What follows belongs to an exercise in optimizing a design on an open flow for small area, a short achievable clock period and few clock cycles per item; a production flow would make more cautious choices.
RTL that was checked went through simulation tests only; none was proved equivalent to the original.

==> inputs of v38 <==
==> flow/design.v (excerpt) <==
module tkt_rx (
    input  wire        clk,
    input  wire        rst,
    input  wire        cfg_we,
    output reg         cfg_ready,
    input  wire [4:0]  cfg_idx,
    input  wire        cfg_en,
    input  wire        cfg_xtd,
    input  wire [2:0]  cfg_len,
    input  wire [7:0]  cfg_maxgap,
    input  wire [9:0]  cfg_age,
    input  wire [31:0] cfg_id,
    input  wire        s_valid,
    output reg         s_ready,
    input  wire [31:0] s_data,
    input  wire [4:0]  s_conn,
    input  wire [6:0]  s_flen,
    input  wire        s_xtd,
    input  wire [15:0] s_stamp,
    output reg         r_valid,
    output reg  [4:0]  r_conn,
    output reg  [2:0]  r_reason,
    output reg         r_gap,
    output reg  [15:0] r_rejcnt
);
    function [31:0] crc_m(input [31:0] c);
        integer i;
        reg [31:0] x;
        begin
            x = c;
            for (i = 0; i < 32; i = i + 1)
                x = x[0] ? ((x >> 1) ^ 32'h82F63B78) : (x >> 1);
            crc_m = x;
        end
    endfunction
    function [4:0] len_words(input [2:0] code);
        case (code)
            3'd0: len_words = 5'd2;
            3'd1: len_words = 5'd3;
            3'd2: len_words = 5'd4;
            3'd3: len_words = 5'd5;
            3'd4: len_words = 5'd6;
            3'd5: len_words = 5'd8;
            3'd6: len_words = 5'd12;
            default: len_words = 5'd16;
        endcase
    endfunction
    function [3:0] flen_code(input [6:0] f);
        case (f)
  ...
make LEC_CHECK=0 CAP_MARGIN=20 CORE_MARGIN=2 CORE_UTILIZATION=40 SLEW_MARGIN=20 finish   # period 10.0 ns
run.sh (not shown) runs the stock make flow with config.mk's settings and CLKGATE_MAP_FILE= SYNTH_SCRIPT=/design/flow/synth_recipe.tcl, a recipe that flattens the netlist after the stock synthesis.
==> v23: changes against v38 <==
--- a/flow/design.v
+++ b/flow/design.v
@@ -22,17 +22,43 @@
     output reg  [2:0]  r_reason,
     output reg         r_gap,
     output reg  [15:0] r_rejcnt
 );
     function [31:0] crc_m(input [31:0] c);
-        integer i;
-        reg [31:0] x;
         begin
-            x = c;
-            for (i = 0; i < 32; i = i + 1)
-                x = x[0] ? ((x >> 1) ^ 32'h82F63B78) : (x >> 1);
-            crc_m = x;
+            crc_m[0] = ^{c[1], c[2], c[4], c[5], c[6], c[7], c[9], c[11], c[14], c[15], c[16], c[20], c[23], c[24], c[25], c[26], c[27], c[28]};
+            crc_m[1] = ^{c[2], c[3], c[5], c[6], c[7], c[8], c[10], c[12], c[15], c[16], c[17], c[21], c[24], c[25], c[26], c[27], c[28], c[29]};
+            crc_m[2] = ^{c[3], c[4], c[6], c[7], c[8], c[9], c[11], c[13], c[16], c[17], c[18], c[22], c[25], c[26], c[27], c[28], c[29], c[30]};
+            crc_m[3] = ^{c[0], c[4], c[5], c[7], c[8], c[9], c[10], c[12], c[14], c[17], c[18], c[19], c[23], c[26], c[27], c[28], c[29], c[30], c[31]};
+            crc_m[4] = ^{c[0], c[2], c[4], c[7], c[8], c[10], c[13], c[14], c[16], c[18], c[19], c[23], c[25], c[26], c[29], c[30], c[31]};
+            crc_m[5] = ^{c[0], c[2], c[3], c[4], c[6], c[7], c[8], c[16], c[17], c[19], c[23], c[25], c[28], c[30], c[31]};
+            crc_m[6] = ^{c[2], c[3], c[6], c[8], c[11], c[14], c[15], c[16], c[17], c[18], c[23], c[25], c[27], c[28], c[29], c[31]};
+            crc_m[7] = ^{c[0], c[1], c[2], c[3], c[5], c[6], c[11], c[12], c[14], c[17], c[18], c[19], c[20], c[23], c[25], c[27], c[29], c[30]};
+            crc_m[8] = ^{c[1], c[2], c[3], c[4], c[6], c[7], c[12], c[13], c[15], c[18], c[19], c[20], c[21], c[24], c[26], c[28], c[30], c[31]};
+            crc_m[9] = ^{c[0], c[1], c[3], c[6], c[8], c[9], c[11], c[13], c[15], c[19], c[21], c[22], c[23], c[24], c[26], c[28], c[29], c[31]};
+            crc_m[10] = ^{c[5], c[6], c[10], c[11], c[12], c[15], c[22], c[26], c[28], c[29], c[30]};
+            crc_m[11] = ^{c[0], c[6], c[7], c[11], c[12], c[13], c[16], c[23], c[27], c[29], c[30], c[31]};
+            crc_m[12] = ^{c[2], c[4], c[5], c[6], c[8], c[9], c[11], c[12], c[13], c[15], c[16], c[17], c[20], c[23], c[25], c[26], c[27], c[30], c[31]};
+            crc_m[13] = ^{c[0], c[1], c[2], c[3], c[4], c[10], c[11], c[12], c[13], c[15], c[17], c[18], c[20], c[21], c[23], c[25], c[31]};
+            crc_m[14] = ^{c[3], c[6], c[7], c[9], c[12], c[13], c[15], c[18], c[19], c[20], c[21], c[22], c[23], c[25], c[27], c[28]};
+            crc_m[15] = ^{c[0], c[4], c[7], c[8], c[10], c[13], c[14], c[16], c[19], c[20], c[21], c[22], c[23], c[24], c[26], c[28], c[29]};
+            crc_m[16] = ^{c[0], c[1], c[5], c[8], c[9], c[11], c[14], c[15], c[17], c[20], c[21], c[22], c[23], c[24], c[25], c[27], c[29], c[30]};
+            crc_m[17] = ^{c[1], c[2], c[6], c[9], c[10], c[12], c[15], c[16], c[18], c[21], c[22], c[23], c[24], c[25], c[26], c[28], c[30], c[31]};
+            crc_m[18] = ^{c[0], c[1], c[3], c[4], c[5], c[6], c[9], c[10], c[13], c[14], c[15], c[17], c[19], c[20], c[22], c[28], c[29], c[31]};
+            crc_m[19] = ^{c[9], c[10], c[18], c[21], c[24], c[25], c[26], c[27], c[28], c[29], c[30]};
+            crc_m[20] = ^{c[10], c[11], c[19], c[22], c[25], c[26], c[27], c[28], c[29], c[30], c[31]};
+            crc_m[21] = ^{c[1], c[2], c[4], c[5], c[6], c[7], c[9], c[12], c[14], c[15], c[16], c[24], c[25], c[29], c[30], c[31]};
+            crc_m[22] = ^{c[0], c[1], c[3], c[4], c[8], c[9], c[10], c[11], c[13], c[14], c[17], c[20], c[23], c[24], c[27], c[28], c[30], c[31]};
+            crc_m[23] = ^{c[6], c[7], c[10], c[12], c[16], c[18], c[20], c[21], c[23], c[26], c[27], c[29], c[31]};
+            crc_m[24] = ^{c[0], c[1], c[2], c[4], c[5], c[6], c[8], c[9], c[13], c[14], c[15], c[16], c[17], c[19], c[20], c[21], c[22], c[23], c[25], c[26], c[30]};
+            crc_m[25] = ^{c[1], c[2], c[3], c[5], c[6], c[7], c[9], c[10], c[14], c[15], c[16], c[17], c[18], c[20], c[21], c[22], c[23], c[24], c[26], c[27], c[31]};
+            crc_m[26] = ^{c[0], c[1], c[3], c[5], c[8], c[9], c[10], c[14], c[17], c[18], c[19], c[20], c[21], c[22], c[26]};
+            crc_m[27] = ^{c[0], c[1], c[2], c[4], c[6], c[9], c[10], c[11], c[15], c[18], c[19], c[20], c[21], c[22], c[23], c[27]};
+            crc_m[28] = ^{c[0], c[1], c[2], c[3], c[5], c[7], c[10], c[11], c[12], c[16], c[19], c[20], c[21], c[22], c[23], c[24], c[28]};
+            crc_m[29] = ^{c[1], c[2], c[3], c[4], c[6], c[8], c[11], c[12], c[13], c[17], c[20], c[21], c[22], c[23], c[24], c[25], c[29]};
+            crc_m[30] = ^{c[0], c[2], c[3], c[4], c[5], c[7], c[9], c[12], c[13], c[14], c[18], c[21], c[22], c[23], c[24], c[25], c[26], c[30]};
+            crc_m[31] = ^{c[0], c[1], c[3], c[4], c[5], c[6], c[8], c[10], c[13], c[14], c[15], c[19], c[22], c[23], c[24], c[25], c[26], c[27], c[31]};
         end
     endfunction
     function [4:0] len_words(input [2:0] code);
         case (code)
             3'd0: len_words = 5'd2;
==> v29: changes against v38 <==
ABC_CLOCK_PERIOD_IN_PS = 3000   (was not set)
==> summary.txt <==
Headroom to the max-slew limit: v23 25.3%; v29 35.8%; v38 35.8%
Initial standard-cell utilization of the core: v23 40.1%; v29 40.2%; v38 40.2%
Final-layout clock buffer total: v23 416; v29 437; v38 437
Combined area of the multi-input logic cells: v23 19400 µm²; v29 20500 µm²; v38 20500 µm²
Vias in the first global route: v23 44600; v29 45300; v38 45300
Amount of wire on met3 after detailed routing: v23 8360 µm; v29 9320 µm; v38 9320 µm
Fmax achieved: v23 0.179 GHz; v29 0.129 GHz; v38 0.129 GHz
Sequential share of the synthesized area: v23 76.1%; v29 75.0%; v38 75.0%
Wire length of the first global-routing pass: v23 297000 µm; v29 308000 µm; v38 308000 µm
Final instance area: v23 101000 µm²; v29 102000 µm²; v38 102000 µm²
Cell total after placement: v23 8631; v29 8841; v38 8841
Run status: v23 complete, no violations; v29 complete, no violations; v38 complete, no violations
Critical Path Fanout Max: v23 41; v29 11; v38 11
Width of the die: v23 468 µm; v29 471 µm; v38 471 µm
Synth Area in Adders: v23 1.71%; v29 1.70%; v38 1.70%
Timing endpoint of the critical path: v23 acc[9]; v29 acc[20]; v38 acc[20]
No functional check of the RTL was part of any run of this note.


==> run a: inputs <==
Another version of the RTL of tkt_rx (not shown whole).
Settings: LEC_CHECK=0, CAP_MARGIN=20, CORE_MARGIN=2, CORE_UTILIZATION=40, CTS_CLUSTER_DIAMETER=100, CTS_CLUSTER_SIZE=30, SETUP_SLACK_MARGIN=5, SLEW_MARGIN=20; clock period 10.0 ns.
standard.sh (not shown) runs the stock make flow with config.mk's settings and CLKGATE_MAP_FILE= SYNTH_SCRIPT=/design/flow/synth_recipe.tcl, a recipe that flattens the netlist after the stock synthesis.
==> flow/flow/run.sh <==
#!/bin/bash
# The standard layout (the standard.sh, standard synthesis unchanged),
# with the port buffers made as buf_4 cells instead of the default choice and
# timing repair aiming further below the clock period.
set -euo pipefail
bash standard.sh \
  BUFFER_PORTS_ARGS="-buffer_cell sky130_fd_sc_hd__buf_4" \
  SETUP_SLACK_MARGIN=${MARGIN:-6.5} \
  finish > orfs_make.log 2>&1
==> run b: changes against run a <==
--- a/flow/design.v
+++ b/flow/design.v
@@ -120,16 +120,12 @@
     reg [31:0]   rg_run;    
     reg [511:0]  rg_seq;
     reg [511:0]  rg_ts;
     reg [4:0]    ph;
     reg          in_v, in_first, in_last, in_tr;
     reg [31:0]   in_d;
-    reg [4:0]    in_conn;
-    reg [6:0]    in_flen;
-    reg          in_xtd;
-    reg [15:0]   in_stamp;
     reg [4:0]    ileft;     
     reg [31:0]   acc;       
     reg [4:0]    h_conn;
     reg [3:0]    h_fc;
     reg          h_xtd;
     reg [15:0]   h_stamp;
@@ -143,12 +139,14 @@
     reg          s2_v;
     reg [7:0]    s2_sel;
     reg [15:0]   s2_seq, s2_ts;
     reg [7:0]    s2_mg;
     reg          s2_on, s2_run, s2_len_bad, s2_crc_bad, s2_age_bad;
     reg          s3_v;
+    reg [15:0]   s3_seq, s3_ts;
+    reg [4:0]    s3_conn;
     reg [2:0]    s3_reason;
     reg          s3_gap;
     reg          s3_rej;
     reg [7:0]    s3_wb;
     reg [1:0]    cfg_st;    
     reg [4:0]    cfg_cnt;
@@ -157,21 +155,18 @@
     wire [4:0]  iwords  = s_flen[6:2];
     wire        ilast   = ifirst ? (iwords == 5'd1) : (ileft == 5'd1);
     wire        itr     = ifirst ? (iwords == 5'd2) : (ileft == 5'd2);
     wire [31:0] x  = (acc & {32{~in_first}}) ^ (in_d & {32{in_v}});
     wire [31:0] mx = crc_m(x);
     wire        push     = (in_v & in_last) | held;
-    wire        pop      = s3_v;
+    wire        pop      = s2_v;
     wire        can_push = ~v1 | pop;
     wire        push_ok  = push & can_push;
-    wire [4:0]  rec_conn = in_first ? in_conn : h_conn;
+    wire [4:0]  rec_conn = h_conn;
     wire [15:0] rec_age  = h_stamp - trailer[31:16];
-    wire [RW-1:0] rec = {rec_conn,
-                         in_first ? flen_code(in_flen) : h_fc,
-                         in_first ? in_xtd : h_xtd,
-                         rec_age, trailer, x};
+    wire [RW-1:0] rec = {h_conn, h_fc, h_xtd, rec_age, trailer, x};
     wire [4:0]  q_conn = q0[89:85];
     wire [3:0]  q_fc   = q0[84:81];
     wire        q_xtd  = q0[80];
     wire [15:0] q_age  = q0[79:64];
     wire [15:0] q_ts   = q0[63:48];
     wire [15:0] q_seq  = q0[47:32];
@@ -232,19 +227,19 @@
     wire cfg_wr  = (cfg_st == 2'd2) && (wpos == 5'd1);
     wire [9:0] amax_in = (cfg_age > 10'd1000) ? 10'd1000 : cfg_age;
     wire v0_n = pop ? (v1 | push_ok) : (v0 | push_ok);
     wire v1_n = pop ? (v1 & push_ok) : (v1 | (v0 & push_ok));
     wire held_n     = push & ~can_push;
     wire push_n     = (beat & ilast) | held_n;
-    wire can_push_n = ~v1_n | s2_v;
+    wire can_push_n = ~v1_n | s1;
     wire first_n    = beat ? ilast : ifirst;
     wire cfg_busy_n = cfg_acc | ((cfg_st != 2'd0) & ~cfg_wr);
     wire [4:0] ph_n = rst ? 5'd0 : ph + 5'd1;
     wire [4:0] q0c_n = (pop ? v1 : v0) ? (pop ? q1[89:85] : q_conn) : rec_conn;
     wire [4:0] cpos_n = q0c_n + ph_n;
-    wire       go_n   = v0_n & ~s1 & ~s2_v & ~rst & (cpos_n[1:0] == 2'b00);
+    wire       go_n   = v0_n & ~s1 & ~rst & (cpos_n[1:0] == 2'b00);
     integer p;
     always @(posedge clk) begin
         for (p = 0; p < 32; p = p + 1) begin
             rg_k  [((p+1)%32)*32 +: 32] <= rg_k  [p*32 +: 32];
             rg_len[((p+1)%32)*3  +: 3]  <= rg_len[p*3  +: 3];
             rg_xtd[(p+1)%32]            <= rg_xtd[p];
@@ -254,14 +249,14 @@
             rg_run[(p+1)%32]            <= rg_run[p];
             rg_seq[((p+1)%32)*16 +: 16] <= rg_seq[p*16 +: 16];
             rg_ts [((p+1)%32)*16 +: 16] <= rg_ts [p*16 +: 16];
         end
         for (p = 0; p < 8; p = p + 1)
             if (s3_wb[p]) begin
-                rg_seq[(p*4+3)*16 +: 16] <= q_seq;
-                rg_ts [(p*4+3)*16 +: 16] <= q_ts;
+                rg_seq[(p*4+3)*16 +: 16] <= s3_seq;
+                rg_ts [(p*4+3)*16 +: 16] <= s3_ts;
                 rg_run[p*4+3]            <= 1'b1;
             end
         if (cfg_wr) begin
             rg_k  [2*32 +: 32] <= acc;
             rg_am [2*10 +: 10] <= trailer[9:0];
             rg_mg [2*8  +: 8]  <= trailer[17:10];
@@ -273,31 +268,27 @@
         ph <= ph_n;
         in_v     <= beat & ~rst;
         in_first <= beat & ifirst & ~rst;
         in_last  <= beat & ilast & ~rst;
         in_tr    <= beat & itr & ~rst;
         in_d     <= s_data;
-        in_conn  <= s_conn;
-        in_flen  <= s_flen;
-        in_xtd   <= s_xtd;
-        in_stamp <= s_stamp;
         if (rst)
             ileft <= 5'd0;
         else if (beat)
             ileft <= ifirst ? iwords - 5'd1 : ileft - 5'd1;
         if (cfg_acc)
             acc <= ~cfg_id;
         else if (in_v | (cfg_st == 2'd1))
             acc <= in_last ? x : mx;
         if (cfg_acc)
             h_conn <= cfg_idx;
-        else if (in_first) begin
-            h_conn  <= in_conn;
-            h_fc    <= flen_code(in_flen);
-            h_xtd   <= in_xtd;
-            h_stamp <= in_stamp;
+        else if (beat & ifirst) begin
+            h_conn  <= s_conn;
+            h_fc    <= flen_code(s_flen);
+            h_xtd   <= s_xtd;
+            h_stamp <= s_stamp;
         end
         if (cfg_acc)
             trailer <= {9'd0, cfg_en, cfg_xtd, cfg_len, cfg_maxgap, amax_in};
         else if (in_tr)
             trailer <= in_d;
         held <= held_n & ~rst;
@@ -322,19 +313,22 @@
         s2_on      <= t_on;
         s2_run     <= t_run;
         s2_len_bad <= len_bad;
         s2_crc_bad <= crc_bad;
         s2_age_bad <= age_bad;
         s3_v      <= s2_v & ~rst;
+        s3_seq    <= q_seq;
+        s3_ts     <= q_ts;
+        s3_conn   <= q_conn;
         s3_reason <= reason;
         s3_gap    <= gap_out;
         s3_rej    <= (reason != 3'd0) && (reason != 3'd6);
         for (p = 0; p < 8; p = p + 1)
             s3_wb[p] <= s2_v && s2_sel[p] && (reason == 3'd0) && !rst;
         r_valid  <= s3_v & ~rst;
-        r_conn   <= q_conn;
+        r_conn   <= s3_conn;
         r_reason <= s3_reason;
         r_gap    <= s3_gap;
         if (rst)
             r_rejcnt <= 16'd0;
         else if (s3_v && s3_rej && (r_rejcnt != 16'hFFFF))
             r_rejcnt <= r_rejcnt + 16'd1;
==> flow/flow/run.sh (replaced) <==
#!/bin/bash
# The standard layout (the standard.sh, standard synthesis unchanged),
# with the port buffers made as buf_4 cells instead of the default choice and
# timing repair aiming further below the clock period.
set -euo pipefail
bash standard.sh \
  BUFFER_PORTS_ARGS="-buffer_cell sky130_fd_sc_hd__buf_4" \
  SETUP_SLACK_MARGIN=${MARGIN:-7.3} \
  finish > orfs_make.log 2>&1
- CORE_UTILIZATION: 40 -> 65
- CTS_CLUSTER_DIAMETER: 100 -> 60
==> run c: changes against run a <==
--- a/flow/design.v
+++ b/flow/design.v
@@ -120,16 +120,12 @@
     reg [31:0]   rg_run;    
     reg [511:0]  rg_seq;
     reg [511:0]  rg_ts;
     reg [4:0]    ph;
     reg          in_v, in_first, in_last, in_tr;
     reg [31:0]   in_d;
-    reg [4:0]    in_conn;
-    reg [6:0]    in_flen;
-    reg          in_xtd;
-    reg [15:0]   in_stamp;
     reg [4:0]    ileft;     
     reg [31:0]   acc;       
     reg [4:0]    h_conn;
     reg [3:0]    h_fc;
     reg          h_xtd;
     reg [15:0]   h_stamp;
@@ -143,12 +139,13 @@
     reg          s2_v;
     reg [7:0]    s2_sel;
     reg [15:0]   s2_seq, s2_ts;
     reg [7:0]    s2_mg;
     reg          s2_on, s2_run, s2_len_bad, s2_crc_bad, s2_age_bad;
     reg          s3_v;
+    reg [15:0]   s3_seq, s3_ts;
     reg [2:0]    s3_reason;
     reg          s3_gap;
     reg          s3_rej;
     reg [7:0]    s3_wb;
     reg [1:0]    cfg_st;    
     reg [4:0]    cfg_cnt;
@@ -157,21 +154,18 @@
     wire [4:0]  iwords  = s_flen[6:2];
     wire        ilast   = ifirst ? (iwords == 5'd1) : (ileft == 5'd1);
     wire        itr     = ifirst ? (iwords == 5'd2) : (ileft == 5'd2);
     wire [31:0] x  = (acc & {32{~in_first}}) ^ (in_d & {32{in_v}});
     wire [31:0] mx = crc_m(x);
     wire        push     = (in_v & in_last) | held;
-    wire        pop      = s3_v;
+    wire        pop      = s2_v;
     wire        can_push = ~v1 | pop;
     wire        push_ok  = push & can_push;
-    wire [4:0]  rec_conn = in_first ? in_conn : h_conn;
+    wire [4:0]  rec_conn = h_conn;
     wire [15:0] rec_age  = h_stamp - trailer[31:16];
-    wire [RW-1:0] rec = {rec_conn,
-                         in_first ? flen_code(in_flen) : h_fc,
-                         in_first ? in_xtd : h_xtd,
-                         rec_age, trailer, x};
+    wire [RW-1:0] rec = {h_conn, h_fc, h_xtd, rec_age, trailer, x};
     wire [4:0]  q_conn = q0[89:85];
     wire [3:0]  q_fc   = q0[84:81];
     wire        q_xtd  = q0[80];
     wire [15:0] q_age  = q0[79:64];
     wire [15:0] q_ts   = q0[63:48];
     wire [15:0] q_seq  = q0[47:32];
@@ -232,19 +226,19 @@
     wire cfg_wr  = (cfg_st == 2'd2) && (wpos == 5'd1);
     wire [9:0] amax_in = (cfg_age > 10'd1000) ? 10'd1000 : cfg_age;
     wire v0_n = pop ? (v1 | push_ok) : (v0 | push_ok);
     wire v1_n = pop ? (v1 & push_ok) : (v1 | (v0 & push_ok));
     wire held_n     = push & ~can_push;
     wire push_n     = (beat & ilast) | held_n;
-    wire can_push_n = ~v1_n | s2_v;
+    wire can_push_n = ~v1_n | s1;
     wire first_n    = beat ? ilast : ifirst;
     wire cfg_busy_n = cfg_acc | ((cfg_st != 2'd0) & ~cfg_wr);
     wire [4:0] ph_n = rst ? 5'd0 : ph + 5'd1;
     wire [4:0] q0c_n = (pop ? v1 : v0) ? (pop ? q1[89:85] : q_conn) : rec_conn;
     wire [4:0] cpos_n = q0c_n + ph_n;
-    wire       go_n   = v0_n & ~s1 & ~s2_v & ~rst & (cpos_n[1:0] == 2'b00);
+    wire       go_n   = v0_n & ~s1 & ~rst & (cpos_n[1:0] == 2'b00);
     integer p;
     always @(posedge clk) begin
         for (p = 0; p < 32; p = p + 1) begin
             rg_k  [((p+1)%32)*32 +: 32] <= rg_k  [p*32 +: 32];
             rg_len[((p+1)%32)*3  +: 3]  <= rg_len[p*3  +: 3];
             rg_xtd[(p+1)%32]            <= rg_xtd[p];
@@ -254,14 +248,14 @@
             rg_run[(p+1)%32]            <= rg_run[p];
             rg_seq[((p+1)%32)*16 +: 16] <= rg_seq[p*16 +: 16];
             rg_ts [((p+1)%32)*16 +: 16] <= rg_ts [p*16 +: 16];
         end
         for (p = 0; p < 8; p = p + 1)
             if (s3_wb[p]) begin
-                rg_seq[(p*4+3)*16 +: 16] <= q_seq;
-                rg_ts [(p*4+3)*16 +: 16] <= q_ts;
+                rg_seq[(p*4+3)*16 +: 16] <= s3_seq;
+                rg_ts [(p*4+3)*16 +: 16] <= s3_ts;
                 rg_run[p*4+3]            <= 1'b1;
             end
         if (cfg_wr) begin
             rg_k  [2*32 +: 32] <= acc;
             rg_am [2*10 +: 10] <= trailer[9:0];
             rg_mg [2*8  +: 8]  <= trailer[17:10];
@@ -273,31 +267,27 @@
         ph <= ph_n;
         in_v     <= beat & ~rst;
         in_first <= beat & ifirst & ~rst;
         in_last  <= beat & ilast & ~rst;
         in_tr    <= beat & itr & ~rst;
         in_d     <= s_data;
-        in_conn  <= s_conn;
-        in_flen  <= s_flen;
-        in_xtd   <= s_xtd;
-        in_stamp <= s_stamp;
         if (rst)
             ileft <= 5'd0;
         else if (beat)
             ileft <= ifirst ? iwords - 5'd1 : ileft - 5'd1;
         if (cfg_acc)
             acc <= ~cfg_id;
         else if (in_v | (cfg_st == 2'd1))
             acc <= in_last ? x : mx;
         if (cfg_acc)
             h_conn <= cfg_idx;
-        else if (in_first) begin
-            h_conn  <= in_conn;
-            h_fc    <= flen_code(in_flen);
-            h_xtd   <= in_xtd;
-            h_stamp <= in_stamp;
+        else if (beat & ifirst) begin
+            h_conn  <= s_conn;
+            h_fc    <= flen_code(s_flen);
+            h_xtd   <= s_xtd;
+            h_stamp <= s_stamp;
         end
         if (cfg_acc)
             trailer <= {9'd0, cfg_en, cfg_xtd, cfg_len, cfg_maxgap, amax_in};
         else if (in_tr)
             trailer <= in_d;
         held <= held_n & ~rst;
@@ -322,19 +312,22 @@
         s2_on      <= t_on;
         s2_run     <= t_run;
         s2_len_bad <= len_bad;
         s2_crc_bad <= crc_bad;
         s2_age_bad <= age_bad;
         s3_v      <= s2_v & ~rst;
+        s3_seq    <= q_seq;
+        s3_ts     <= q_ts;
+        if (s2_v)
+            r_conn <= q_conn;
         s3_reason <= reason;
         s3_gap    <= gap_out;
         s3_rej    <= (reason != 3'd0) && (reason != 3'd6);
         for (p = 0; p < 8; p = p + 1)
             s3_wb[p] <= s2_v && s2_sel[p] && (reason == 3'd0) && !rst;
         r_valid  <= s3_v & ~rst;
-        r_conn   <= q_conn;
         r_reason <= s3_reason;
         r_gap    <= s3_gap;
         if (rst)
             r_rejcnt <= 16'd0;
         else if (s3_v && s3_rej && (r_rejcnt != 16'hFFFF))
             r_rejcnt <= r_rejcnt + 16'd1;
==> flow/flow/run.sh (replaced) <==
#!/bin/bash
# The standard layout (the standard.sh, standard synthesis unchanged),
# with the port buffers made as buf_4 cells instead of the default choice and
# timing repair aiming further below the clock period.
set -euo pipefail
bash standard.sh \
  BUFFER_PORTS_ARGS="-buffer_cell sky130_fd_sc_hd__buf_4" \
  SETUP_SLACK_MARGIN=${MARGIN:-7.0} \
  finish > orfs_make.log 2>&1
- CORE_UTILIZATION: 40 -> 65
- CTS_CLUSTER_DIAMETER: 100 -> 60
==> notes <==
- Of run a and run c, run a has the higher critical path depth (gap 9).
- Against run b, the sequential share of layout area of run c is higher by 2.7 points.
- Core utilization, highest first: run b, run c, run a.
- The highest flip-flop and latch count belongs to run b, the lowest to run a.
- In run c the hold slack is worse than in run b, by 0.0048 ns.
- Count of clock-buffer cells in the layout: run c is higher than run a (10).
- The highest maximum frequency belongs to run b, the lowest to run a.
- Wire length: run c < run a < run b.
- The highest via count belongs to run b, the lowest to run a.
==> figures <==
metric	run b	run c	run a
Number of sequential cells in the layout	3,284	3,279	3,276
Uppermost layer routed	met4	met5	met5
Multi-input gates	2,404	2,372	2,360
Synth Area per Inst	14.63 um^2	14.70 um^2	14.62 um^2
Die Y-Extent	371.1 um	370.6 um	470.7 um
Sequential fraction of the synthesis area	78.10%	78.24%	78.29%
Capturing point of the worst reg2reg path	acc[9]$_DFFE_PP_	s2_age_bad$_DFF_P_	s2_age_bad$_DFF_P_
Number of instances in the synthesized netlist	5,985	5,944	5,958
Outcome	complete, no violations	complete, no violations	complete, no violations
Die Area	137,700 um^2	137,400 um^2	221,500 um^2
Number of instances resized during post-cts repair	234	120	16
Total via count after detailed routing	44,830	43,380	42,350
Share of cell area taken by flip-flops and latches	67.74%	70.48%	71.70%
Critical path destination	s_ready	r_conn[3]	s2_age_bad$_DFF_P_
Achievable Freq	0.3058 GHz	0.2942 GHz	0.2839 GHz
Data arrival, critical path	1.27 ns	1.40 ns	4.20 ns
Post-route clock period utilization	32.70%	33.99%	35.23%
Gp weighted congestion	0.9130	0.8760	0.9282
Testbench counts of run a, summed over its fixed seeds: cycles 23,327, frames 3,200.
Testbench counts of run b, summed over its fixed seeds: cycles 23,023, frames 3,200.
No functional check of the RTL was part of run c.

separate check: timing with driven ports:
In the flow no input, the clock included, has a driving cell. The finished layouts below were timed again as built, in two steps. Step 1 assumes that a clkbuf_16 drives the clock port and a buf_2 every other input. Step 2 adds t to the input delays and takes it off the output delays; t is the mean of the earliest and latest rising clock arrival at the registers after step 1. Input paths then give back, and output paths get back, about the clock's delay inside the block. Slacks: ideal ports / drivers / drivers and shift; pairs: ideal ports / drivers.
run	t, ns	slack for setup (ns)	hold slack, ns	worst slew at a driven data input, ns	pins driven straight from the clock port
v38	0.969	2.239 / 2.307 / 1.338	0.244 / 0.244 / 0.244	0.26	1
v23	0.961	4.420 / 4.482 / 3.521	0.273 / 0.273 / 0.273	0.11	1
v29	0.969	2.239 / 2.307 / 1.338	0.244 / 0.244 / 0.244	0.26	1
run a	0.863	6.477 / 6.477 / 5.745	0.318 / 0.318 / 0.318	0.11	1
run b	0.873	6.730 / 6.653 / 6.064	0.294 / 0.294 / 0.294	0.34	1
run c	0.867	6.601 / 6.524 / 6.059	0.289 / 0.289 / 0.289	0.16	1
After both steps every run listed still meets setup and hold.
